Source: an optimization exercise on an open RTL-to-GDS flow (aim: small area, a short achievable clock period and few clock cycles per item). Production flows keep margins and buffers that such runs may drop.
For this run, only the layout was checked, not whether the RTL still works.

**design/flow/design.v**
```verilog
module gx2 (input wire a, input wire b, output wire y);
    assign y = a ^ b;
endmodule
module gxn2 (input wire a, input wire b, output wire y);
    assign y = ~(a ^ b);
endmodule
module kw_unwrap (
    input  wire         clk,
    input  wire         rst,
    input  wire         req_valid,
    output wire         req_ready,
    input  wire         req_kek,
    input  wire         req_long,
    input  wire [319:0] req_data,
    output wire         resp_valid,
    input  wire         resp_ready,
    output wire [255:0] resp_key,
    output wire         resp_ok
);
    localparam [63:0] IV = 64'hA6A6_A6A6_A6A6_A6A6;
    localparam [1:0] G_RUN   = 2'd0,
                     G_KEXP  = 2'd1,
                     G_KDONE = 2'd2;
    reg  [1:0]   gst;
    reg          ph;         
    reg  [3:0]   m;          
    reg          kph;        
    reg  [5:0]   kidx;       
    reg          k_rot;      
    reg          k_id;       
    reg  [7:0]   k_rcon;     
    reg  [255:0] kwin;       
    reg  [255:0] klast;      
    reg  [71:0]  ks;         
    reg  [127:0] sa;         
    reg  [191:0] sb;         
    reg          v_q, kek_q, long_q;
    reg          rdy;        
    reg  [63:0]  x1p, x2p, x3p, x4p, x1q, x2q, x3q, x4q;
    reg  [4:0]   tcp, tcq;       
    reg          lngp, lngq;
    reg          runp, runq;     
    reg          parkp, parkq;   
    reg          okcp, okcq;
    reg          old;        
    reg  [127:0] sbuf;
    reg          sok;
    reg          sv;         
    reg          spre;       
    reg  [255:0] out_key;
    reg          out_ok, out_pend, out_valid;
    reg          out_free;   
    wire [127:0] rk   = kwin[255:128];
    wire [127:0] rk14 = klast[127:0];
    wire         grun = (gst == G_RUN);
    wire         cb   = ~ph;                  
    wire         bnd  = (m == 4'd0);          
    function [7:0] rcon_of(input [2:0] i);
        case (i)
            3'd1:    rcon_of = 8'h01;
            3'd2:    rcon_of = 8'h02;
            3'd3:    rcon_of = 8'h04;
            3'd4:    rcon_of = 8'h08;
            3'd5:    rcon_of = 8'h10;
            3'd6:    rcon_of = 8'h20;
            3'd7:    rcon_of = 8'h40;
            default: rcon_of = 8'h00;
        endcase
    endfunction
    wire [31:0] kw0 = kwin[255:224], kw1 = kwin[223:192], kw2 = kwin[191:160], kw3 = kwin[159:128];
    wire [31:0] kw4 = kwin[127:96],  kw5 = kwin[95:64],   kw6 = kwin[63:32],   kw7 = kwin[31:0];
    wire        kfwd   = (gst == G_KEXP);
    wire [71:0] ks_next;
    wire [31:0] sub_out;
    genvar g;
    generate
        for (g = 0; g < 4; g = g + 1) begin : g_ksbox
            if (1) begin : u_a    
                wire [7:0] a = kw3[8*g +: 8];
                wire [17:0] p;
                wire n1;
                gx2 u1 (.a(a[1]), .b(a[6]), .y(n1));
                wire n2;
                gx2 u2 (.a(a[4]), .b(a[7]), .y(n2));
                wire n3;
                gx2 u3 (.a(a[2]), .b(a[3]), .y(n3));
                wire n4;
                gx2 u4 (.a(a[5]), .b(a[7]), .y(n4));
                wire n5;
                gx2 u5 (.a(a[0]), .b(a[2]), .y(n5));
                wire n6;
                gx2 u6 (.a(n1), .b(n2), .y(n6));
                wire n7;
                gx2 u7 (.a(a[6]), .b(n2), .y(n7));
                wire n8;
                gx2 u8 (.a(a[4]), .b(a[5]), .y(n8));
                wire n9;
                gx2 u9 (.a(a[7]), .b(n1), .y(n9));
                wire n10;
                gx2 u10 (.a(a[0]), .b(a[5]), .y(n10));
                wire n11;
                gx2 u11 (.a(a[1]), .b(n5), .y(n11));
                wire n12;
                gx2 u12 (.a(n3), .b(n4), .y(n12));
                wire n13;
                gx2 u13 (.a(n1), .b(n8), .y(n13));
                wire n14;
                gx2 u14 (.a(a[3]), .b(n1), .y(n14));
                wire n15;
                gx2 u15 (.a(n4), .b(n11), .y(n15));
                wire n16;
                gx2 u16 (.a(a[5]), .b(n2), .y(n16));
                wire n17;
                gx2 u17 (.a(a[3]), .b(n9), .y(n17));
                wire n18;
                gx2 u18 (.a(a[3]), .b(n6), .y(n18));
                wire n19;
                gx2 u19 (.a(n3), .b(n13), .y(n19));
                wire n20;
                gx2 u20 (.a(a[5]), .b(n11), .y(n20));
                wire n21;
                gx2 u21 (.a(a[5]), .b(n14), .y(n21));
                wire n22;
                gx2 u22 (.a(a[1]), .b(n3), .y(n22));
                wire n23;
                gx2 u23 (.a(n3), .b(n6), .y(n23));
                wire n24;
                gx2 u24 (.a(n5), .b(n9), .y(n24));
                wire n25;
                gx2 u25 (.a(n3), .b(n10), .y(n25));
                wire n26;
                gx2 u26 (.a(n3), .b(n7), .y(n26));
                wire n27;
                gx2 u27 (.a(a[4]), .b(n14), .y(n27));
                wire n28;
                gx2 u28 (.a(a[2]), .b(a[5]), .y(n28));
                wire n29;
                gx2 u29 (.a(n7), .b(n25), .y(n29));
                wire n30;
                gx2 u30 (.a(n1), .b(n12), .y(n30));
                wire n31;
                gx2 u31 (.a(a[4]), .b(n11), .y(n31));
                wire n32;
                gx2 u32 (.a(a[1]), .b(n4), .y(n32));
                wire n33;
                gx2 u33 (.a(a[3]), .b(n10), .y(n33));
                wire n34 = n17 & n21;
                wire n35 = n28 & n27;
                wire n36 = n30 & n8;
                wire n37 = a[3] & n18;
                wire n38 = n10 & n29;
                wire n39 = n33 & n20;
                wire n40 = n9 & n16;
                wire n41 = n5 & n15;
                wire n42 = n24 & n31;
                wire n43;
                gx2 u43 (.a(n38), .b(n39), .y(n43));
                wire n44;
                gx2 u44 (.a(n37), .b(n38), .y(n44));
                wire n45;
                gx2 u45 (.a(n36), .b(n44), .y(n45));
                wire n46;
                gx2 u46 (.a(n35), .b(n6), .y(n46));
                wire n47;
                gx2 u47 (.a(n41), .b(n42), .y(n47));
                wire n48;
                gx2 u48 (.a(n40), .b(n44), .y(n48));
                wire n49;
                gx2 u49 (.a(n36), .b(n26), .y(n49));
                wire n50;
                gx2 u50 (.a(a[1]), .b(n47), .y(n50));
                wire n51;
                gx2 u51 (.a(n34), .b(n49), .y(n51));
                wire n52;
                gx2 u52 (.a(n43), .b(n51), .y(n52));
                wire n53;
                gx2 u53 (.a(n41), .b(n12), .y(n53));
                wire n54;
                gx2 u54 (.a(n43), .b(n50), .y(n54));
                wire n55;
                gx2 u55 (.a(n45), .b(n46), .y(n55));
                wire n56;
                gx2 u56 (.a(n48), .b(n53), .y(n56));
                reg [3:0] e;
                always @(*) begin
                    case ({n54, n56, n52, n55})
                        4'd0: e = 4'd0;
                        4'd1: e = 4'd1;
                        4'd2: e = 4'd3;
                        4'd3: e = 4'd2;
                        4'd4: e = 4'd15;
                        4'd5: e = 4'd12;
                        4'd6: e = 4'd9;
                        4'd7: e = 4'd11;
                        4'd8: e = 4'd10;
                        4'd9: e = 4'd6;
                        4'd10: e = 4'd8;
                        4'd11: e = 4'd7;
                        4'd12: e = 4'd5;
                        4'd13: e = 4'd14;
                        4'd14: e = 4'd13;
                        4'd15: e = 4'd4;
                        default: e = 4'd0;
                    endcase
                end
                wire n57;
                gx2 u57 (.a(e[2]), .b(e[3]), .y(n57));
                wire n58;
                gx2 u58 (.a(e[0]), .b(e[1]), .y(n58));
                wire n59;
                gx2 u59 (.a(n57), .b(n58), .y(n59));
                wire n60;
                gx2 u60 (.a(e[1]), .b(e[3]), .y(n60));
                wire n61;
                gx2 u61 (.a(e[0]), .b(e[2]), .y(n61));
                wire n62 = n4 & e[3];
                wire n63 = n19 & e[2];
                wire n64 = n23 & n57;
                wire n65 = n6 & e[1];
                wire n66 = n26 & e[0];
                wire n67 = n22 & n58;
                wire n68 = n13 & n60;
                wire n69 = n32 & n61;
                wire n70 = n7 & n59;
                wire n71 = n21 & e[3];
                wire n72 = n27 & e[2];
                wire n73 = n8 & n57;
                wire n74 = n18 & e[1];
                wire n75 = n29 & e[0];
                wire n76 = n20 & n58;
                wire n77 = n16 & n60;
                wire n78 = n15 & n61;
                wire n79 = n31 & n59;
                assign p[0] = n62;
                assign p[1] = n63;
                assign p[2] = n64;
                assign p[3] = n65;
                assign p[4] = n66;
                assign p[5] = n67;
                assign p[6] = n68;
                assign p[7] = n69;
                assign p[8] = n70;
                assign p[9] = n71;
                assign p[10] = n72;
                assign p[11] = n73;
                assign p[12] = n74;
                assign p[13] = n75;
                assign p[14] = n76;
                assign p[15] = n77;
                assign p[16] = n78;
                assign p[17] = n79;
                assign ks_next[18*g +: 18] = p;
            end
            if (1) begin : u_b    
                wire [17:0] p = ks[18*g +: 18];
                wire [7:0] y;
                wire m1;
                gx2 u80 (.a(p[1]), .b(p[8]), .y(m1));
                wire m2;
                gx2 u81 (.a(p[0]), .b(m1), .y(m2));
                wire m3;
                gx2 u82 (.a(p[12]), .b(p[13]), .y(m3));
                wire m4;
                gx2 u83 (.a(p[10]), .b(p[11]), .y(m4));
                wire m5;
                gx2 u84 (.a(p[6]), .b(m2), .y(m5));
                wire m6;
                gx2 u85 (.a(p[15]), .b(p[17]), .y(m6));
                wire m7;
                gx2 u86 (.a(p[3]), .b(p[4]), .y(m7));
                wire m8;
                gx2 u87 (.a(p[16]), .b(m3), .y(m8));
                wire m9;
                gx2 u88 (.a(m3), .b(m4), .y(m9));
                wire m10;
                gx2 u89 (.a(p[14]), .b(m6), .y(m10));
                wire m11;
                gx2 u90 (.a(p[9]), .b(p[10]), .y(m11));
                wire m12;
                gx2 u91 (.a(p[2]), .b(p[3]), .y(m12));
                wire m32 = ~(m5 ^ m9);
                wire m14;
                gx2 u93 (.a(p[1]), .b(p[2]), .y(m14));
                wire m15;
                gx2 u94 (.a(m8), .b(m14), .y(m15));
                wire m16;
                gx2 u95 (.a(p[17]), .b(m11), .y(m16));
                wire m17;
                gx2 u96 (.a(p[7]), .b(m12), .y(m17));
                wire m18;
                gx2 u97 (.a(p[15]), .b(m7), .y(m18));
                wire m19;
                gx2 u98 (.a(m2), .b(m7), .y(m19));
                wire m20 = m6 ^ m11;
                wire m33 = ~(m8 ^ m16);
                wire m22;
                gx2 u101 (.a(p[12]), .b(m10), .y(m22));
                wire m34 = ~(m5 ^ m22);
                wire m24;
                gx2 u103 (.a(m1), .b(m17), .y(m24));
                wire m25;
                gx2 u104 (.a(p[13]), .b(m4), .y(m25));
                wire m35 = ~(p[5] ^ m24);
                wire m27;
                gx2 u106 (.a(p[7]), .b(m9), .y(m27));
                wire m28;
                gx2 u107 (.a(m10), .b(m25), .y(m28));
                wire m29 = m5 ^ m28;
                wire m30 = m15 ^ m18;
                wire m31 = m19 ^ m27;
                assign y[0] = m32;
                assign y[1] = m33;
                assign y[2] = m20;
                assign y[3] = m31;
                assign y[4] = m29;
                assign y[5] = m34;
                assign y[6] = m35;
                assign y[7] = m30;
                assign sub_out[8*g +: 8] = y;
            end
        end
    endgenerate
    wire [31:0]  sub_rot   = k_rot ? {sub_out[23:0], sub_out[31:24]} : sub_out;
    wire [31:0]  k_g       = k_id ? kw3 : (sub_rot ^ {k_rcon, 24'h0});
    wire [31:0]  k_new     = kw4 ^ k_g;
    wire [255:0] kfwd_next = {kwin[223:128], k_new, kwin[95:0], kw0};
    wire [255:0] kbwd_next = {k_new, kw5 ^ kw4, kw6 ^ kw5, kw7 ^ kw6, kwin[255:128]};
    wire [191:0] sb_next;
    generate
        for (g = 0; g < 16; g = g + 1) begin : g_sta
            localparam integer ROW = g % 4;
            localparam integer COL = g / 4;
            localparam integer SRC = ROW + 4 * ((COL + 4 - ROW) % 4);
            if (1) begin : u_a    
                wire [7:0] a = sa[127-8*SRC -: 8];
                wire [11:0] q;
                wire n1;
                gx2 u1 (.a(a[1]), .b(a[2]), .y(n1));
                wire n2;
                gx2 u2 (.a(a[4]), .b(a[6]), .y(n2));
                wire n3;
                gx2 u3 (.a(a[0]), .b(a[5]), .y(n3));
                wire n4;
                gx2 u4 (.a(a[0]), .b(a[3]), .y(n4));
                wire n5;
                gx2 u5 (.a(a[7]), .b(n2), .y(n5));
                wire n6;
                gx2 u6 (.a(a[0]), .b(a[4]), .y(n6));
                wire n7;
                gx2 u7 (.a(a[3]), .b(a[5]), .y(n7));
                wire n8;
                gx2 u8 (.a(n1), .b(n3), .y(n8));
                wire n9 = a[1] ^ n2;
                wire n10;
                gx2 u10 (.a(n2), .b(n3), .y(n10));
                wire n11 = n1 ^ n4;
                wire n12;
                gx2 u12 (.a(a[6]), .b(a[7]), .y(n12));
                wire n13 = a[6] ^ n7;
                wire n14 = a[6] ^ n4;
                wire n15;
                gx2 u15 (.a(a[2]), .b(a[5]), .y(n15));
                wire n16 = a[0] ^ n5;
                wire n17;
                gx2 u17 (.a(a[4]), .b(n7), .y(n17));
                wire n18;
                gx2 u18 (.a(a[1]), .b(n17), .y(n18));
                wire n19;
                gx2 u19 (.a(a[1]), .b(a[7]), .y(n19));
                wire n20;
                gx2 u20 (.a(n1), .b(n6), .y(n20));
                wire n21;
                gx2 u21 (.a(a[1]), .b(n6), .y(n21));
                wire n22;
                gx2 u22 (.a(a[3]), .b(n1), .y(n22));
                wire n23;
                gx2 u23 (.a(n5), .b(n8), .y(n23));
                wire n24 = n1 ^ n12;
                wire n25;
                gx2 u25 (.a(a[6]), .b(n8), .y(n25));
                wire n35;
                gxn2 u26 (.a(a[4]), .b(n15), .y(n35));
                wire n27;
                gx2 u27 (.a(n5), .b(n22), .y(n27));
                wire n28;
                gx2 u28 (.a(a[0]), .b(n19), .y(n28));
                wire n29;
                gx2 u29 (.a(n12), .b(n15), .y(n29));
                wire n33;
                gxn2 u30 (.a(a[1]), .b(n3), .y(n33));
                wire n31 = ~n1;
                wire n32 = ~n6;
                wire n34 = ~a[1];
                wire n36 = ~n8;
                wire n37 = ~a[6];
                wire n38 = ~n10;
                wire n39 = ~n10;
                wire n40 = ~n4;
                wire n41 = n20 & n16;
                wire n42 = n31 & n11;
                wire n43 = n32 & n27;
                wire n44 = n33 & n9;
                wire n45 = n3 & n13;
                wire n46 = n34 & n18;
                wire n47 = n35 & n28;
                wire n48 = n36 & n25;
                wire n49 = n21 & n29;
                wire n50;
                gx2 u40 (.a(n45), .b(n46), .y(n50));
                wire n51;
                gx2 u41 (.a(n44), .b(n45), .y(n51));
                wire n52;
                gx2 u42 (.a(n43), .b(n51), .y(n52));
                wire n53;
                gx2 u43 (.a(n41), .b(n37), .y(n53));
                wire n54;
                gx2 u44 (.a(n38), .b(n51), .y(n54));
                wire n55;
                gx2 u45 (.a(n52), .b(n53), .y(n55));
                wire n56;
                gx2 u46 (.a(n42), .b(n23), .y(n56));
                wire n57;
                gx2 u47 (.a(n47), .b(n48), .y(n57));
                wire n58;
                gx2 u48 (.a(n49), .b(n14), .y(n58));
                wire n59;
                gx2 u49 (.a(n41), .b(n56), .y(n59));
                wire n60;
                gx2 u50 (.a(n54), .b(n57), .y(n60));
                wire n61;
                gx2 u51 (.a(n50), .b(n59), .y(n61));
                wire n62;
                gx2 u52 (.a(n48), .b(n58), .y(n62));
                wire n63;
                gx2 u53 (.a(n50), .b(n62), .y(n63));
                reg [3:0] e;
                always @(*) begin
                    case ({n63, n60, n61, n55})
                        4'd0: e = 4'd0;
                        4'd1: e = 4'd1;
                        4'd2: e = 4'd3;
                        4'd3: e = 4'd2;
                        4'd4: e = 4'd10;
                        4'd5: e = 4'd8;
                        4'd6: e = 4'd14;
                        4'd7: e = 4'd13;
                        4'd8: e = 4'd5;
                        4'd9: e = 4'd11;
                        4'd10: e = 4'd4;
                        4'd11: e = 4'd9;
                        4'd12: e = 4'd15;
                        4'd13: e = 4'd7;
                        4'd14: e = 4'd6;
                        4'd15: e = 4'd12;
                        default: e = 4'd0;
                    endcase
                end
                assign q[8] = n14;
                assign q[9] = n39;
                assign q[10] = n40;
                assign q[11] = n24;
                assign q[4] = n13;
                assign q[5] = n9;
                assign q[6] = n11;
                assign q[7] = n16;
                assign q[3:0] = e;
                assign sb_next[191-12*g -: 12] = q;
            end
        end
    endgenerate
    wire [127:0] ark;
    wire [127:0] imc;
    generate
        for (g = 0; g < 16; g = g + 1) begin : g_stb
            if (1) begin : u_b    
                wire [11:0] q = sb[191-12*g -: 12];
                wire [7:0] k = rk[127-8*g -: 8];
                wire [7:0] y;
                wire m1;
                gx2 u54 (.a(q[10]), .b(q[11]), .y(m1));
                wire m2;
                gx2 u55 (.a(q[8]), .b(q[9]), .y(m2));
                wire m3;
                gx2 u56 (.a(m1), .b(m2), .y(m3));
                wire m4;
                gx2 u57 (.a(q[9]), .b(q[11]), .y(m4));
                wire m5;
                gx2 u58 (.a(q[8]), .b(q[10]), .y(m5));
                wire m6;
                gx2 u59 (.a(q[6]), .b(q[7]), .y(m6));
                wire m7;
                gx2 u60 (.a(q[4]), .b(q[5]), .y(m7));
                wire m8;
                gx2 u61 (.a(m6), .b(m7), .y(m8));
                wire m9;
                gx2 u62 (.a(q[5]), .b(q[7]), .y(m9));
                wire m10;
                gx2 u63 (.a(q[4]), .b(q[6]), .y(m10));
                wire m11;
                gx2 u64 (.a(q[2]), .b(q[3]), .y(m11));
                wire m12;
                gx2 u65 (.a(q[0]), .b(q[1]), .y(m12));
                wire m13;
                gx2 u66 (.a(m11), .b(m12), .y(m13));
                wire m14;
                gx2 u67 (.a(q[1]), .b(q[3]), .y(m14));
                wire m15;
                gx2 u68 (.a(q[0]), .b(q[2]), .y(m15));
                wire m16 = q[11] & q[3];
                wire m17 = q[10] & q[2];
                wire m18 = m1 & m11;
                wire m19 = q[9] & q[1];
                wire m20 = q[8] & q[0];
                wire m21 = m2 & m12;
                wire m22 = m4 & m14;
                wire m23 = m5 & m15;
                wire m24 = m3 & m13;
                wire m25 = q[7] & q[3];
                wire m26 = q[6] & q[2];
                wire m27 = m6 & m11;
                wire m28 = q[5] & q[1];
                wire m29 = q[4] & q[0];
                wire m30 = m7 & m12;
                wire m31 = m9 & m14;
                wire m32 = m10 & m15;
                wire m33 = m8 & m13;
                wire m34;
                gx2 u87 (.a(m25), .b(m26), .y(m34));
                wire m35;
                gx2 u88 (.a(m16), .b(m17), .y(m35));
                wire m36;
                gx2 u89 (.a(m30), .b(m34), .y(m36));
                wire m37;
                gx2 u90 (.a(m28), .b(m31), .y(m37));
                wire m38;
                gx2 u91 (.a(m23), .b(m35), .y(m38));
                wire m39;
                gx2 u92 (.a(m24), .b(m38), .y(m39));
                wire m40;
                gx2 u93 (.a(m19), .b(m37), .y(m40));
                wire m41;
                gx2 u94 (.a(m21), .b(m33), .y(m41));
                wire m42;
                gx2 u95 (.a(m32), .b(m36), .y(m42));
                wire m43;
                gx2 u96 (.a(m37), .b(m42), .y(m43));
                wire m44;
                gx2 u97 (.a(m29), .b(m36), .y(m44));
                wire m45;
                gx2 u98 (.a(m40), .b(m41), .y(m45));
                wire m46;
                gx2 u99 (.a(m22), .b(m34), .y(m46));
                wire m47;
                gx2 u100 (.a(m31), .b(m39), .y(m47));
                wire m48;
                gx2 u101 (.a(m20), .b(m21), .y(m48));
                wire m49;
                gx2 u102 (.a(m30), .b(k[6]), .y(m49));
                wire m50;
                gx2 u103 (.a(m33), .b(k[0]), .y(m50));
                wire m51;
                gx2 u104 (.a(k[7]), .b(m44), .y(m51));
                wire m52;
                gx2 u105 (.a(m18), .b(m20), .y(m52));
                wire m53;
                gx2 u106 (.a(m19), .b(m52), .y(m53));
                wire m54;
                gx2 u107 (.a(k[4]), .b(m38), .y(m54));
                wire m55;
                gx2 u108 (.a(k[1]), .b(m53), .y(m55));
                wire m56;
                gx2 u109 (.a(m39), .b(m44), .y(m56));
                wire m57 = k[5] ^ m56;
                wire m58;
                gx2 u111 (.a(m17), .b(m49), .y(m58));
                wire m59 = m16 ^ m55;
                wire m60;
                gx2 u113 (.a(m18), .b(m58), .y(m60));
                wire m61;
                gx2 u114 (.a(k[2]), .b(m39), .y(m61));
                wire m62;
                gx2 u115 (.a(m35), .b(m48), .y(m62));
                wire m63 = m45 ^ m60;
                wire m64;
                gx2 u117 (.a(m29), .b(m46), .y(m64));
                wire m65;
                gx2 u118 (.a(m26), .b(m27), .y(m65));
                wire m66;
                gx2 u119 (.a(m50), .b(m65), .y(m66));
                wire m67;
                gx2 u120 (.a(m54), .b(m64), .y(m67));
                wire m68 = m45 ^ m67;
                wire m69 = m51 ^ m62;
                wire m70 = k[3] ^ m43;
                wire m71 = m47 ^ m66;
                wire m72 = m43 ^ m61;
                assign y[0] = m71;
                assign y[1] = m59;
                assign y[2] = m72;
                assign y[3] = m70;
                assign y[4] = m68;
                assign y[5] = m57;
                assign y[6] = m63;
                assign y[7] = m69;
                assign ark[127-8*g -: 8] = y;
            end
        end
        for (g = 0; g < 4; g = g + 1) begin : g_imc
            if (1) begin : u_imc    
                wire [31:0] a = ark[127-32*g -: 32];
                wire [31:0] y;
                wire v0;
                gx2 u1 (.a(a[5]), .b(a[21]), .y(v0));
                wire v1;
                gx2 u2 (.a(a[13]), .b(a[29]), .y(v1));
                wire v2;
                gx2 u3 (.a(a[6]), .b(a[22]), .y(v2));
                wire v3;
                gx2 u4 (.a(a[14]), .b(a[30]), .y(v3));
                wire v4;
                gx2 u5 (.a(v0), .b(v1), .y(v4));
                wire v5;
                gx2 u6 (.a(a[7]), .b(v2), .y(v5));
                wire v6;
                gx2 u7 (.a(a[23]), .b(v3), .y(v6));
                wire v7;
                gx2 u8 (.a(a[3]), .b(a[31]), .y(v7));
                wire v8;
                gx2 u9 (.a(a[15]), .b(a[19]), .y(v8));
                wire v9;
                gx2 u10 (.a(a[25]), .b(v4), .y(v9));
                wire v10;
                gx2 u11 (.a(a[1]), .b(a[17]), .y(v10));
                wire v11;
                gx2 u12 (.a(a[8]), .b(a[24]), .y(v11));
                wire v12;
                gx2 u13 (.a(a[9]), .b(v9), .y(v12));
                wire v13;
                gx2 u14 (.a(a[12]), .b(a[28]), .y(v13));
                wire v14;
                gx2 u15 (.a(a[4]), .b(a[20]), .y(v14));
                wire v15;
                gx2 u16 (.a(a[0]), .b(a[16]), .y(v15));
                wire v16;
                gx2 u17 (.a(a[10]), .b(a[26]), .y(v16));
                wire v17;
                gx2 u18 (.a(a[2]), .b(a[18]), .y(v17));
                wire v18;
                gx2 u19 (.a(a[11]), .b(a[27]), .y(v18));
                wire v19;
                gx2 u20 (.a(v7), .b(v8), .y(v19));
                wire v20;
                gx2 u21 (.a(v6), .b(v17), .y(v20));
                wire v21;
                gx2 u22 (.a(a[7]), .b(v14), .y(v21));
                wire v22;
                gx2 u23 (.a(v2), .b(v16), .y(v22));
                wire v23;
                gx2 u24 (.a(a[23]), .b(v13), .y(v23));
                wire v24;
                gx2 u25 (.a(v5), .b(v18), .y(v24));
                wire v25;
                gx2 u26 (.a(a[7]), .b(v3), .y(v25));
                wire v26;
                gx2 u27 (.a(v3), .b(v22), .y(v26));
                wire v27;
                gx2 u28 (.a(v4), .b(v11), .y(v27));
                wire v28;
                gx2 u29 (.a(a[15]), .b(a[31]), .y(v28));
                wire v29;
                gx2 u30 (.a(a[30]), .b(v23), .y(v29));
                wire v30;
                gx2 u31 (.a(v8), .b(v10), .y(v30));
                wire v31;
                gx2 u32 (.a(a[2]), .b(v15), .y(v31));
                wire v32;
                gx2 u33 (.a(a[5]), .b(v19), .y(v32));
                wire v33;
                gx2 u34 (.a(a[21]), .b(v19), .y(v33));
                wire v34;
                gx2 u35 (.a(a[22]), .b(v21), .y(v34));
                wire v35;
                gx2 u36 (.a(v7), .b(v10), .y(v35));
                wire v36;
                gx2 u37 (.a(a[18]), .b(v15), .y(v36));
                wire v37;
                gx2 u38 (.a(a[23]), .b(v2), .y(v37));
                wire v38;
                gx2 u39 (.a(v26), .b(v28), .y(v38));
                wire v39;
                gx2 u40 (.a(v1), .b(v17), .y(v39));
                wire v40;
                gx2 u41 (.a(v5), .b(v20), .y(v40));
                wire v41;
                gx2 u42 (.a(a[13]), .b(v24), .y(v41));
                wire v42;
                gx2 u43 (.a(v27), .b(v37), .y(v42));
                wire v43;
                gx2 u44 (.a(a[15]), .b(a[24]), .y(v43));
                wire v44;
                gx2 u45 (.a(v6), .b(v18), .y(v44));
                wire v45;
                gx2 u46 (.a(v0), .b(v28), .y(v45));
                wire v46;
                gx2 u47 (.a(a[26]), .b(v11), .y(v46));
                wire v47;
                gx2 u48 (.a(a[6]), .b(v21), .y(v47));
                wire v48;
                gx2 u49 (.a(v0), .b(v16), .y(v48));
                wire v49;
                gx2 u50 (.a(a[0]), .b(a[31]), .y(v49));
                wire v50;
                gx2 u51 (.a(v4), .b(v15), .y(v50));
                wire v51;
                gx2 u52 (.a(v26), .b(v39), .y(v51));
                wire v52;
                gx2 u53 (.a(a[14]), .b(v23), .y(v52));
                wire v53;
                gx2 u54 (.a(a[29]), .b(v24), .y(v53));
                wire v54;
                gx2 u55 (.a(a[10]), .b(v11), .y(v54));
                wire v55;
                gx2 u56 (.a(a[31]), .b(v1), .y(v55));
                wire v56;
                gx2 u57 (.a(a[3]), .b(a[11]), .y(v56));
                wire v57;
                gx2 u58 (.a(a[13]), .b(v33), .y(v57));
                wire v58;
                gx2 u59 (.a(v6), .b(v31), .y(v58));
                wire v59;
                gx2 u60 (.a(v6), .b(v50), .y(v59));
                wire v60;
                gx2 u61 (.a(v14), .b(v30), .y(v60));
                wire v61;
                gx2 u62 (.a(v1), .b(v34), .y(v61));
                wire v62;
                gx2 u63 (.a(a[15]), .b(v29), .y(v62));
                wire v63;
                gx2 u64 (.a(a[31]), .b(v5), .y(v63));
                wire v64;
                gx2 u65 (.a(a[14]), .b(v45), .y(v64));
                wire v65;
                gx2 u66 (.a(a[17]), .b(v31), .y(v65));
                wire v66;
                gx2 u67 (.a(a[4]), .b(a[12]), .y(v66));
                wire v67;
                gx2 u68 (.a(a[11]), .b(v16), .y(v67));
                wire v68;
                gx2 u69 (.a(a[19]), .b(a[27]), .y(v68));
                wire v69;
                gx2 u70 (.a(v43), .b(v50), .y(v69));
                wire v70;
                gx2 u71 (.a(a[8]), .b(a[31]), .y(v70));
                wire v71;
                gx2 u72 (.a(a[16]), .b(v37), .y(v71));
                wire v72;
                gx2 u73 (.a(a[10]), .b(v24), .y(v72));
                wire v73;
                gx2 u74 (.a(a[1]), .b(a[8]), .y(v73));
                wire v74 = v61 ^ v62;
                wire v75;
                gx2 u76 (.a(v32), .b(v34), .y(v75));
                wire v76;
                gx2 u77 (.a(a[6]), .b(v45), .y(v76));
                wire v77;
                gx2 u78 (.a(v5), .b(v10), .y(v77));
                wire v78;
                gx2 u79 (.a(v14), .b(v29), .y(v78));
                wire v79;
                gx2 u80 (.a(v25), .b(v46), .y(v79));
                wire v80;
                gx2 u81 (.a(v18), .b(v31), .y(v80));
                wire v81;
                gx2 u82 (.a(a[17]), .b(v6), .y(v81));
                wire v82;
                gx2 u83 (.a(a[16]), .b(v27), .y(v82));
                wire v83;
                gx2 u84 (.a(v35), .b(v67), .y(v83));
                wire v84;
                gx2 u85 (.a(v13), .b(v64), .y(v84));
                wire v85;
                gx2 u86 (.a(v8), .b(v56), .y(v85));
                wire v86 = v25 ^ v69;
                wire v87;
                gx2 u88 (.a(v10), .b(v71), .y(v87));
                wire v88;
                gx2 u89 (.a(a[4]), .b(a[28]), .y(v88));
                wire v89;
                gx2 u90 (.a(v44), .b(v47), .y(v89));
                wire v90;
                gx2 u91 (.a(a[4]), .b(v13), .y(v90));
                wire v91 = v59 ^ v70;
                wire v92;
                gx2 u93 (.a(v48), .b(v66), .y(v92));
                wire v93;
                gx2 u94 (.a(a[1]), .b(v36), .y(v93));
                wire v94;
                gx2 u95 (.a(v35), .b(v36), .y(v94));
                wire v95;
                gx2 u96 (.a(v9), .b(v77), .y(v95));
                wire v96;
                gx2 u97 (.a(a[8]), .b(v49), .y(v96));
                wire v97;
                gx2 u98 (.a(a[15]), .b(v73), .y(v97));
                wire v98;
                gx2 u99 (.a(v52), .b(v55), .y(v98));
                wire v99;
                gx2 u100 (.a(v25), .b(v90), .y(v99));
                wire v100;
                gx2 u101 (.a(a[28]), .b(v14), .y(v100));
                wire v101;
                gx2 u102 (.a(a[17]), .b(v54), .y(v101));
                wire v102;
                gx2 u103 (.a(v36), .b(v85), .y(v102));
                wire v103 = v76 ^ v78;
                wire v104;
                gx2 u105 (.a(a[1]), .b(a[9]), .y(v104));
                wire v105;
                gx2 u106 (.a(v27), .b(v94), .y(v105));
                wire v106;
                gx2 u107 (.a(v33), .b(v88), .y(v106));
                wire v107;
                gx2 u108 (.a(a[16]), .b(v97), .y(v107));
                wire v108;
                gx2 u109 (.a(a[23]), .b(a[27]), .y(v108));
                wire v109;
                gx2 u110 (.a(v29), .b(v32), .y(v109));
                wire v110;
                gx2 u111 (.a(v46), .b(v104), .y(v110));
                wire v111;
                gx2 u112 (.a(a[12]), .b(v108), .y(v111));
                wire v112;
                gx2 u113 (.a(v5), .b(v100), .y(v112));
                wire v113;
                gx2 u114 (.a(v25), .b(v107), .y(v113));
                wire v114;
                gx2 u115 (.a(v20), .b(v92), .y(v114));
                wire v115;
                gx2 u116 (.a(a[0]), .b(a[15]), .y(v115));
                wire v116;
                gx2 u117 (.a(a[9]), .b(v65), .y(v116));
                wire v117;
                gx2 u118 (.a(a[29]), .b(v44), .y(v117));
                wire v118;
                gx2 u119 (.a(a[26]), .b(v30), .y(v118));
                wire v119;
                gx2 u120 (.a(a[25]), .b(v93), .y(v119));
                wire v120 = v40 ^ v110;
                wire v121;
                gx2 u122 (.a(v33), .b(v52), .y(v121));
                wire v122;
                gx2 u123 (.a(a[9]), .b(v4), .y(v122));
                wire v123;
                gx2 u124 (.a(a[20]), .b(a[28]), .y(v123));
                wire v124;
                gx2 u125 (.a(a[11]), .b(v17), .y(v124));
                wire v125 = v72 ^ v105;
                wire v126 = v53 ^ v114;
                wire v127 = v42 ^ v115;
                wire v128 = v41 ^ v109;
                wire v129 = v47 ^ v98;
                wire v130;
                gx2 u131 (.a(v79), .b(v102), .y(v130));
                wire v131;
                gx2 u132 (.a(a[24]), .b(v49), .y(v131));
                wire v132 = v57 ^ v89;
                wire v133;
                gx2 u134 (.a(a[20]), .b(a[27]), .y(v133));
                wire v134;
                gx2 u135 (.a(v81), .b(v131), .y(v134));
                wire v135;
                gx2 u136 (.a(v22), .b(v111), .y(v135));
                wire v136 = v12 ^ v130;
                wire v137;
                gx2 u138 (.a(a[12]), .b(a[20]), .y(v137));
                wire v138 = v53 ^ v121;
                wire v139 = v34 ^ v84;
                wire v140 = v63 ^ v82;
                wire v141 = v38 ^ v119;
                wire v142 = v75 ^ v117;
                wire v143;
                gx2 u144 (.a(v32), .b(v137), .y(v143));
                wire v144;
                gx2 u145 (.a(v83), .b(v112), .y(v144));
                wire v145;
                gx2 u146 (.a(v60), .b(v135), .y(v145));
                wire v146 = v38 ^ v116;
                wire v147 = v12 ^ v144;
                wire v148;
                gx2 u149 (.a(v30), .b(v124), .y(v148));
                wire v149 = v12 ^ v134;
                wire v150 = v51 ^ v143;
                wire v151;
                gx2 u152 (.a(v99), .b(v148), .y(v151));
                wire v152 = v51 ^ v106;
                wire v153;
                gx2 u154 (.a(v43), .b(v122), .y(v153));
                wire v154 = v12 ^ v151;
                wire v155;
                gx2 u156 (.a(a[25]), .b(v101), .y(v155));
                wire v156;
                gx2 u157 (.a(v7), .b(v68), .y(v156));
                wire v157;
                gx2 u158 (.a(v80), .b(v118), .y(v157));
                wire v158;
                gx2 u159 (.a(v13), .b(v133), .y(v158));
                wire v159 = v12 ^ v145;
                wire v160;
                gx2 u161 (.a(v54), .b(v156), .y(v160));
                wire v161;
                gx2 u162 (.a(v58), .b(v160), .y(v161));
                wire v162;
                gx2 u163 (.a(v48), .b(v123), .y(v162));
                wire v163 = v95 ^ v96;
                wire v164 = v87 ^ v153;
                wire v165;
                gx2 u166 (.a(v20), .b(v162), .y(v165));
                wire v166 = v12 ^ v113;
                wire v167 = v40 ^ v155;
                wire v168 = v41 ^ v165;
                wire v169 = v12 ^ v161;
                wire v170;
                gx2 u171 (.a(v35), .b(v158), .y(v170));
                wire v171 = v42 ^ v157;
                wire v172;
                gx2 u173 (.a(v20), .b(v170), .y(v172));
                wire v173 = v12 ^ v172;
                assign y[0] = v140;
                assign y[1] = v149;
                assign y[2] = v141;
                assign y[3] = v171;
                assign y[4] = v173;
                assign y[5] = v152;
                assign y[6] = v142;
                assign y[7] = v103;
                assign y[8] = v86;
                assign y[9] = v163;
                assign y[10] = v120;
                assign y[11] = v169;
                assign y[12] = v147;
                assign y[13] = v126;
                assign y[14] = v128;
                assign y[15] = v129;
                assign y[16] = v127;
                assign y[17] = v166;
                assign y[18] = v146;
                assign y[19] = v125;
                assign y[20] = v154;
                assign y[21] = v150;
                assign y[22] = v132;
                assign y[23] = v139;
                assign y[24] = v91;
                assign y[25] = v164;
                assign y[26] = v167;
                assign y[27] = v136;
                assign y[28] = v159;
                assign y[29] = v168;
                assign y[30] = v138;
                assign y[31] = v74;
                assign imc[127-32*g -: 32] = y;
            end
        end
    endgenerate
    wire [63:0] b_hi = ark[127:64];
    wire [63:0] b_lo = ark[63:0];
    wire        b_ok = (b_hi == IV);
    wire        bnd_b      = grun && bnd;     
    wire        run_b      = runp;
    wire        last_b     = (tcp == 5'd1);
    wire        s_first    = sv && !spre;     
    wire        sout       = s_first && out_free;
    wire        fin_direct = bnd_b && run_b && last_b && (old == cb) && out_free && !s_first;
    wire        sfill      = bnd_b && run_b && last_b && !fin_direct && !lngp && !sv;
    wire        fin_park   = bnd_b && run_b && last_b && !fin_direct && !sfill;
    wire        cont       = bnd_b && run_b && !last_b;
    wire        unpark     = parkp && (old == cb) && out_free && !s_first;
    wire        acc        = rdy && !kek_q && req_valid;
    wire        kek_acc    = rdy &&  kek_q && req_valid;
    wire        acc_d      = rdy && !kek_q;
    wire        kek_d      = rdy &&  kek_q;
    wire        has_o      = runq || parkq;
    wire [63:0]  head      = lngp ? x1p : x3p;
    wire [4:0]   t_nx      = tcp - 5'd1;
    wire [4:0]   t_first   = long_q ? 5'd24 : 5'd12;
    wire [63:0]  c_n       = long_q ? req_data[63:0] : req_data[191:128];
    wire [127:0] blk_raw   = cont ? {b_hi ^ {59'd0, t_nx}, head}
                                  : {req_data[319:256] ^ {59'd0, t_first}, c_n};
    reg  [1:0]  gst_n;
    reg         ph_n, kph_n;
    reg  [3:0]  m_n;
    reg  [5:0]  kidx_n;
    reg         runp_n, parkp_n;
    reg  [4:0]  tcp_n;
    reg         old_n, sv_n, spre_n;
    always @(*) begin
        gst_n  = gst;
        ph_n   = ~ph;
        m_n    = m;
        kph_n  = kph;
        kidx_n = kidx;
        case (gst)
            G_RUN: begin
                if (kek_acc) begin
                    gst_n  = G_KEXP;
                    kph_n  = 1'b0;
                    kidx_n = 6'd8;
                end else if (!ph) begin
                    m_n = bnd ? 4'd13 : m - 4'd1;
                end
            end
            G_KEXP: begin
                kph_n = ~kph && !k_id;
                if (kph || k_id) begin
                    kidx_n = kidx + 6'd1;
                    if (kidx == 6'd59)
                        gst_n = G_KDONE;
                end
            end
            default: begin
                gst_n = G_RUN;
                m_n   = 4'd0;
            end
        endcase
        runp_n  = runp;
        parkp_n = parkp;
        tcp_n   = tcp;
        if (acc) begin
            runp_n = 1'b1;
            tcp_n  = t_first;
        end else if (bnd_b && run_b && last_b) begin
            runp_n = 1'b0;
        end
        if (cont)
            tcp_n = t_nx;
        if (fin_park)
            parkp_n = 1'b1;
        else if (unpark)
            parkp_n = 1'b0;
        old_n = old;
        if (acc && !has_o)
            old_n = cb;
        else if (fin_direct || unpark)
            old_n = ~cb;
        else if (sfill && old == cb)
            old_n = ~cb;
        sv_n   = sv;
        spre_n = spre;
        if (sfill) begin
            sv_n   = 1'b1;
            spre_n = (old != cb);
        end else if (sout) begin
            sv_n   = 1'b0;
        end
        if (fin_direct || unpark)
            spre_n = 1'b0;
        if (rst) begin
            gst_n   = G_RUN;
            ph_n    = 1'b1;
            m_n     = 4'd0;
            runp_n  = 1'b0;
            parkp_n = 1'b0;
            sv_n    = 1'b0;
        end
    end
    wire out_pend_n  = !rst && (fin_direct || unpark || sout);
    wire out_valid_n = !rst && (out_pend || (out_valid && !resp_ready));
    wire out_free_n  = !(out_pend_n || out_pend || out_valid);
    wire v_q_n       = !rst && req_valid && !rdy;
    wire runq_n   = runq && !rst;
    wire parkq_n  = parkq && !rst;
    wire cb_n     = ~ph_n;
    wire grun_n   = (gst_n == G_RUN);
    wire bnd_n    = grun_n && (m_n == 4'd0);
    wire old_is_n = (old_n == cb_n) && !(sv_n && !spre_n);
    wire last_n   = bnd_n && runq_n && (tcq == 5'd1);
    wire free_n   = (!runq_n && (!parkq_n || (old_is_n && out_free_n))) ||
                    (last_n && ((old_is_n && out_free_n) || (!lngq && !sv_n)));
    wire rdy_n    = !rst && v_q_n && grun_n &&
                    (req_kek ? (!runq_n && !parkq_n && !runp_n && !parkp_n)
                             : (bnd_n && free_n));
    always @(posedge clk) begin
        gst      <= gst_n;
        ph       <= ph_n;
        m        <= m_n;
        kph      <= kph_n;
        kidx     <= kidx_n;
        runq     <= runp_n;
        parkq    <= parkp_n;
        tcq      <= tcp_n;
        runp     <= runq_n;
        parkp    <= parkq_n;
        tcp      <= tcq;
        old      <= old_n;
        sv       <= sv_n;
        spre     <= spre_n;
        out_pend  <= out_pend_n;
        out_valid <= out_valid_n;
        out_free  <= out_free_n;
        v_q      <= v_q_n;
        kek_q    <= req_kek;
        long_q   <= req_long;
        rdy      <= rdy_n;
    end
    always @(posedge clk) begin
        ks <= ks_next;
        if (kek_d)
            kwin <= {req_data[127:0], req_data[255:128]};
        else if (kfwd && (kph || k_id))
            kwin <= kfwd_next;
        else if (grun && !ph)
            kwin <= bnd ? klast : kbwd_next;
        if (gst == G_KDONE)
            klast <= {kwin[127:0], kwin[255:128]};
        if (kek_d) begin
            k_rot  <= 1'b1;
            k_id   <= 1'b0;
            k_rcon <= 8'h01;
        end else if (kfwd) begin
            if (kph || k_id) begin
                k_rot  <= (kidx_n[2:0] == 3'd0);
                k_id   <= (kidx_n[1:0] != 2'd0);
                k_rcon <= (kidx_n[2:0] == 3'd0) ? rcon_of(kidx_n[5:3]) : 8'h00;
            end
        end else if (!grun || !ph) begin
            k_rot  <= m_n[0];
            k_id   <= 1'b0;
            k_rcon <= m_n[0] ? rcon_of(m_n[3:1] + 3'd1) : 8'h00;
        end
    end
    always @(posedge clk) begin
        sb <= sb_next;
        if (!bnd)
            sa <= imc;
        else
            sa <= blk_raw ^ rk14;
    end
    always @(posedge clk) begin
        if (sfill) begin
            sbuf <= {b_lo, x3p};
            sok  <= b_ok;
        end
    end
    always @(posedge clk) begin
        x1p  <= x1q;
        x2p  <= x2q;
        x3p  <= x3q;
        x4p  <= x4q;
        lngp <= lngq;
        okcp <= okcq;
        x1q  <= x1p;
        x2q  <= x2p;
        x3q  <= x3p;
        x4q  <= x4p;
        lngq <= lngp;
        okcq <= okcp;
        if (cont) begin
            x3q <= b_lo;
            if (lngp) begin
                x1q <= x2p;
                x2q <= x3p;
            end
        end else if (acc_d) begin
            lngq <= long_q;
            x1q  <= req_data[127:64];
            x2q  <= req_data[191:128];
            x3q  <= req_data[255:192];
        end
        if (fin_park) begin
            x4q  <= b_lo;
            okcq <= b_ok;
        end
    end
    always @(posedge clk) begin
        if (fin_direct || unpark) begin
            out_key <= {fin_direct ? b_lo : x4p, x3p, {x2p, x1p} & {128{lngp}}};
            out_ok  <= fin_direct ? b_ok : okcp;
        end else if (sout) begin
            out_key <= {sbuf, 128'd0};
            out_ok  <= sok;
        end else if (out_pend && !out_ok) begin
            out_key <= 256'd0;
        end
    end
    assign req_ready  = rdy;
    assign resp_valid = out_valid;
    assign resp_ok    = out_ok;
    assign resp_key   = out_key;
endmodule
```
**design/flow/flow/run.sh**
```bash
#!/bin/bash
set -euo pipefail
MARGIN=${MARGIN:-8}
bash standard.sh SETUP_SLACK_MARGIN=$MARGIN "BUFFER_PORTS_ARGS=-buffer_cell sky130_fd_sc_hd__buf_2" finish > make_finish.log 2>&1
```
**design/flow/standard.sh**
```bash
#!/bin/bash
# synth_recipe.tcl (not shown) runs the flow's synth.tcl, then flattens the netlist and writes it again
# the make line also repeats each setting of config.mk as NAME=value (left out here)
make -C /OpenROAD-flow-scripts/flow DESIGN_CONFIG=/design/flow/config.mk WORK_HOME=/design/flow/orfs CLKGATE_MAP_FILE= SYNTH_SCRIPT=/design/flow/synth_recipe.tcl "${@:-finish}"
```
**design/flow/config.mk**
```make
export PLATFORM = sky130hd
export DESIGN_NAME = kw_unwrap
export DESIGN_NICKNAME = kw_unwrap
export VERILOG_FILES = /design/flow/design.v
export SDC_FILE = /design/flow/constraint.sdc
export NUM_CORES = 8
export LEC_CHECK = 0
export CAP_MARGIN = 40
export CELL_PAD_IN_SITES_DETAIL_PLACEMENT = 1
export CELL_PAD_IN_SITES_GLOBAL_PLACEMENT = 2
export CORE_MARGIN = 2
export CORE_UTILIZATION = 36
export CTS_CLUSTER_DIAMETER = 80
export CTS_CLUSTER_SIZE = 22
export PLACE_DENSITY = 0.56
export SLEW_MARGIN = 40
export SYNTH_HIERARCHICAL = 1
```
**design/flow/constraint.sdc**
```tcl
create_clock -name core_clock -period 12.0 [get_ports {clk}]
set_input_delay 2.4000 -clock core_clock [delete_from_list [all_inputs] [get_ports {clk}]]
set_output_delay 2.4000 -clock core_clock [all_outputs]
set_load 0.01 [all_outputs]
```
==> load_flow_metrics.sql <==
INSERT INTO impl_metrics (metric_group, metric, value, unit) VALUES
('setup_path', 'cell_seen_most_often_among_critical_path_stages', 'sky130_fd_sc_hd__xor2_2', ''),
('route', 'drtAntennaViolNets', '0', ''),
('grt', 'grt_start_max_net_pins', '147', ''),
('clock_tree', 'root_buffer', 'sky130_fd_sc_hd__clkbuf_16', ''),
('status', 'run_status', 'no timing/DRC/antenna violations', ''),
('clock_tree', 'clock_tree_from_tritoncts', 'done', ''),
('setup_path', 'worst_setup_path_startpoint', 'sb[95]', ''),
('floorplanning', 'die-width', '524.2', 'um'),
('sta', 'setup-violations-final', '0', ''),
('sta', 'timing.clock.skew', '67.06', 'ps'),
('final_layout', 'utilization', '44.59', '%'),
('logic_synthesis', 'post_syn_area', '97410', 'um2'),
('clock_tree', 'clk_pin_slew_worst_paths', '80', 'ps'),
('clock_tree', 'clock_tree.buffer_depth', '3', ''),
('sta', 'unrepaired_setup_endpoints_after_global_routing', 'true', ''),
('setup_path', 'worstReg2RegEnd', 'sa[34]', ''),
('logic_synthesis', 'ys_dominant_reg_cell', 'sky130_fd_sc_hd__dfxtp_1', ''),
('floorplanning', 'io-pin-count', '585', ''),
('clock_tree', 'clk-insertion-delay-late', '860', 'ps'),
('logic_synthesis', 'average_instance_area_after_synthesis', '10.06', 'um2'),
('route', 'drtIter0Drc', '7714', ''),
('final_layout', 'mostFrequentLayoutCells', 'sky130_fd_sc_hd__xor2_1 (2028), sky130_fd_sc_hd__dfxtp_1 (899), sky130_fd_sc_hd__edfxtp_1 (899), sky130_fd_sc_hd__nand2_1 (887), sky130_fd_sc_hd__nor2_1 (629)', ''),
('hold_path', 'hp-class', 'reg -> reg', ''),
('setup_path', 'required_arrival_time_at_the_worst_endpoint', '12700', 'ps'),
('placed_design', 'port-buffer-count', '584', ''),
('setup_path', 'critical_path_launch_point_type', 'flop', ''),
('grt', 'first_global_vias', '76980', ''),
('logic_synthesis', 'synth_seq_cells', '1852', ''),
('final_layout', 'area_growth_syn_to_layout', '22.96', '%'),
('sta', 'slew-limit-headroom', '28.51', '%'),
('sta', 'timing.final.ws_setup', '7946', 'ps'),
('sta', 'fin_worst_hold_slack', '305.8', 'ps'),
('setup_path', 'timing.critical_path.slowest_cell_delay', '410', 'ps'),
('grt', 'grt_overflow', '0', ''),
('floorplanning', 'rows', '190', ''),
('logic_synthesis', 'mappedNetlistNets', '10080', ''),
('floorplanning', 'die_area', '274800', 'um2'),
('route', 'viasPerCell', '5.455', ''),
('grt', 'global_route_wire_length_before_repair', '645600', 'um'),
('clock_tree', 'hold_buffers', '0', ''),
('sta', 'fin_crit_sh', '33.79', '%'),
('final_layout', 'layout.cells.most_common', 'sky130_fd_sc_hd__xor2_1', ''),
('setup_path', 'timing.critical_path.slowest_stage_cell', 'sky130_fd_sc_hd__dfxtp_1', ''),
('setup_path', 'worst_path_dominant_cell_family', 'XOR/XNOR gates', ''),
('route', 'vias_post_dr', '77470', ''),
('route', 'avg_wl_per_cell', '34.07', 'um'),
('placed_design', 'preCtsSetupSlack', '7078', 'ps'),
('sta', 'tns', '0', 'ps'),
('logic_synthesis', 'count_of_synthesis_stage_warnings_from_yosys', '71', ''),
('clock_tree', 'cts_inserted_buffers', '139', ''),
('sta', 'fmax', '0.2466', 'GHz'),
('final_layout', 'layout-drive-gt1-share', '21.12', '%'),
('placed_design', 'placedInstanceArea', '105400', 'um2'),
('logic_synthesis', 'synth_sequential_area_ratio', '47.30', '%'),
('clock_tree', 'cts.sinks', '1852', ''),
('setup_path', 'end_kind', 'flop', ''),
('logic_synthesis', 'post_synth_inst_count', '9687', ''),
('grt', 'grt_antenna_before_repair', '85', ''),
('grt', 'grt.total_usage', '33.96', '%'),
('setup_path', 'ff2ff_path_depth', '18', ''),
('route', 'drt_pass1_iterations', '6', ''),
('setup_path', 'cp_cell_sequence', 'nand2_1, inv_1, xor2_2, xor2_2, xor2_2, buf_4, xor2_1, xnor2_2, inv_2, xor2_4, xor2_2, xor2_2, buf_4, xor2_2, buf_4, xor2_1, nand2_1, o21ai_2', ''),
('route', 'routed_wirelength', '483900', 'um'),
('floorplanning', 'core', '268600', 'um2'),
('floorplanning', 'floorplan.die.height', '524.2', 'um'),
('logic_synthesis', 'yosys.cell_types.count', '61', ''),
('setup_path', 'total_buffers_and_inverters_traversed_by_the_critical_path', '5', ''),
('setup_path', 'worstSetupEndpoint', 'sa[34]', '');
==> how the worst min path moves through the flow <==
stage / from / to / slack (ps) / cells after the start
2_1_floorplan: okcq / okcp / 310 / 0
3_3_place_gp: x4q[40] / x4p[40] / 310 / 0
3_5_place_dp: x1q[18] / x1p[18] / 310 / 0
4_1_cts: x4q[9] / x4p[9] / 300 / 0
5_1_grt: x4q[23] / x4p[23] / 320 / 0
6_report: x4q[9] / x4p[9] / 310 / 0
==> cells in the mapped netlist (131+ instances only) <==
master                     number  area (um2)
sky130_fd_sc_hd__a211oi_1     156        1171
sky130_fd_sc_hd__a21oi_1      541        2708
sky130_fd_sc_hd__a31oi_1      137       857.1
sky130_fd_sc_hd__and2_1       462        2890
sky130_fd_sc_hd__and3_1       131       819.5
sky130_fd_sc_hd__clkbuf_1     349        1310
sky130_fd_sc_hd__dfxtp_1      953       19080
sky130_fd_sc_hd__edfxtp_1     899       27000
sky130_fd_sc_hd__inv_1        282        1059
sky130_fd_sc_hd__nand2_1      896        3363
sky130_fd_sc_hd__nor2_1       637        2391
sky130_fd_sc_hd__o21ai_0      503        2517
sky130_fd_sc_hd__o22ai_1      134       838.3
sky130_fd_sc_hd__xnor2_1      301        2636
sky130_fd_sc_hd__xor2_1      2550       22330
==> metrics by stage <==
stage / cells
after floorplan: 9687
after global placement: 13580
after CTS: 13970
after detailed placement: 13590
final: 14200
after global routing: 14190
==> flip-flops by register name, summed over array words and instances (netlist names), 2 cells and up <==
name / cells
x3p: 64
sbuf: 128
ks: 72
klast: 256
out_key: 256
x1p: 64
gst: 2
x3q: 64
sa: 128
kidx: 6
sb: 192
tcp: 5
kwin: 256
k_rcon: 7
tcq: 5
x2q: 64
x4p: 64
x1q: 64
x4q: 64
x2p: 64
m: 4
==> per-module statistics from Yosys, one instance, submodules excluded <==
| module | cells inside | flip-flops and latches |
|---|---|---|
| kw_unwrap | 7475 | 1852 |
| gx2 | 1 | 0 |
| gxn2 | 1 | 0 |
==> worst reg2reg max path: stages, from the launching register on <==
cell,delay (ps)
sky130_fd_sc_hd__dfxtp_1,410
sky130_fd_sc_hd__nand2_1,140
sky130_fd_sc_hd__inv_1,110
sky130_fd_sc_hd__xor2_2,230
sky130_fd_sc_hd__xor2_2,270
sky130_fd_sc_hd__xor2_2,250
sky130_fd_sc_hd__buf_4,160
sky130_fd_sc_hd__xor2_1,290
sky130_fd_sc_hd__xnor2_2,200
sky130_fd_sc_hd__inv_2,200
sky130_fd_sc_hd__xor2_4,300
sky130_fd_sc_hd__xor2_2,260
sky130_fd_sc_hd__xor2_2,150
sky130_fd_sc_hd__buf_4,170
sky130_fd_sc_hd__xor2_2,130
sky130_fd_sc_hd__buf_4,170
sky130_fd_sc_hd__xor2_1,170
sky130_fd_sc_hd__nand2_1,90
sky130_fd_sc_hd__o21ai_2,190
==> what timing repair did <==
action	in CTS	in global routing
buffers inserted	115	190
endpoints found under the setup margin	395	279
cloned	2	1
pin swaps	117	223
gates resized for setup	504	506
==> cell families after synthesis <==
kind of cell	Yosys count	share of synthesized area [%]
AO/OA/AOI/OAI	1674	10.09
multiplexers	158	1.918
flip-flops	1852	47.30
AND/OR/NAND/NOR	2371	11.37
buffers and inverters	713	2.813
adder cells (fa/ha/maj)	68	0.8734
XOR/XNOR	2851	25.63
==> layout make-up <==
cell class	count	area (um2)
fillers	29210	148900
flip-flops and latches	1852	46150
clock inverters	91	1186
inverters	282	1130
diodes	39	97.59
well taps	3552	4444
multi-input cells	7122	55510
clock buffers	169	3745
repair buffers	1096	7517
==> routing by layer <==
metal	GRT usage, %	routed length, um
met3	4.169	29310
met4	15.02	26300
met2	52.78	216200
met5	0	253
met1	47.36	211900

==> separate check: timing with driven ports <==
The results above use ideal ports. As a check the final layout listed here was re-extracted and re-timed, cells and wires unchanged.
Step 1, drivers: a clkbuf_16 drives clk and a buf_2 each remaining input, both assumed.
Step 2 moves the port delays by t, midway between the first and last clock arrival at a register: inputs arrive t later, outputs are due t later. That takes back most of the time a late clock gives input paths.
Three values: no drivers, after step 1, after step 2; two values: the first two.
t (ns): 0.948
slack for setup (ns): 7.946 / 7.946 / 7.252
worst setup path after step 2: input to register
slew at the worst register clock pin (ns): 0.10 / 0.10
After both steps this run still meets setup and hold. For this run, drivers alone change the setup slack by 0.000 ns; drivers and shift together by -0.694 ns.
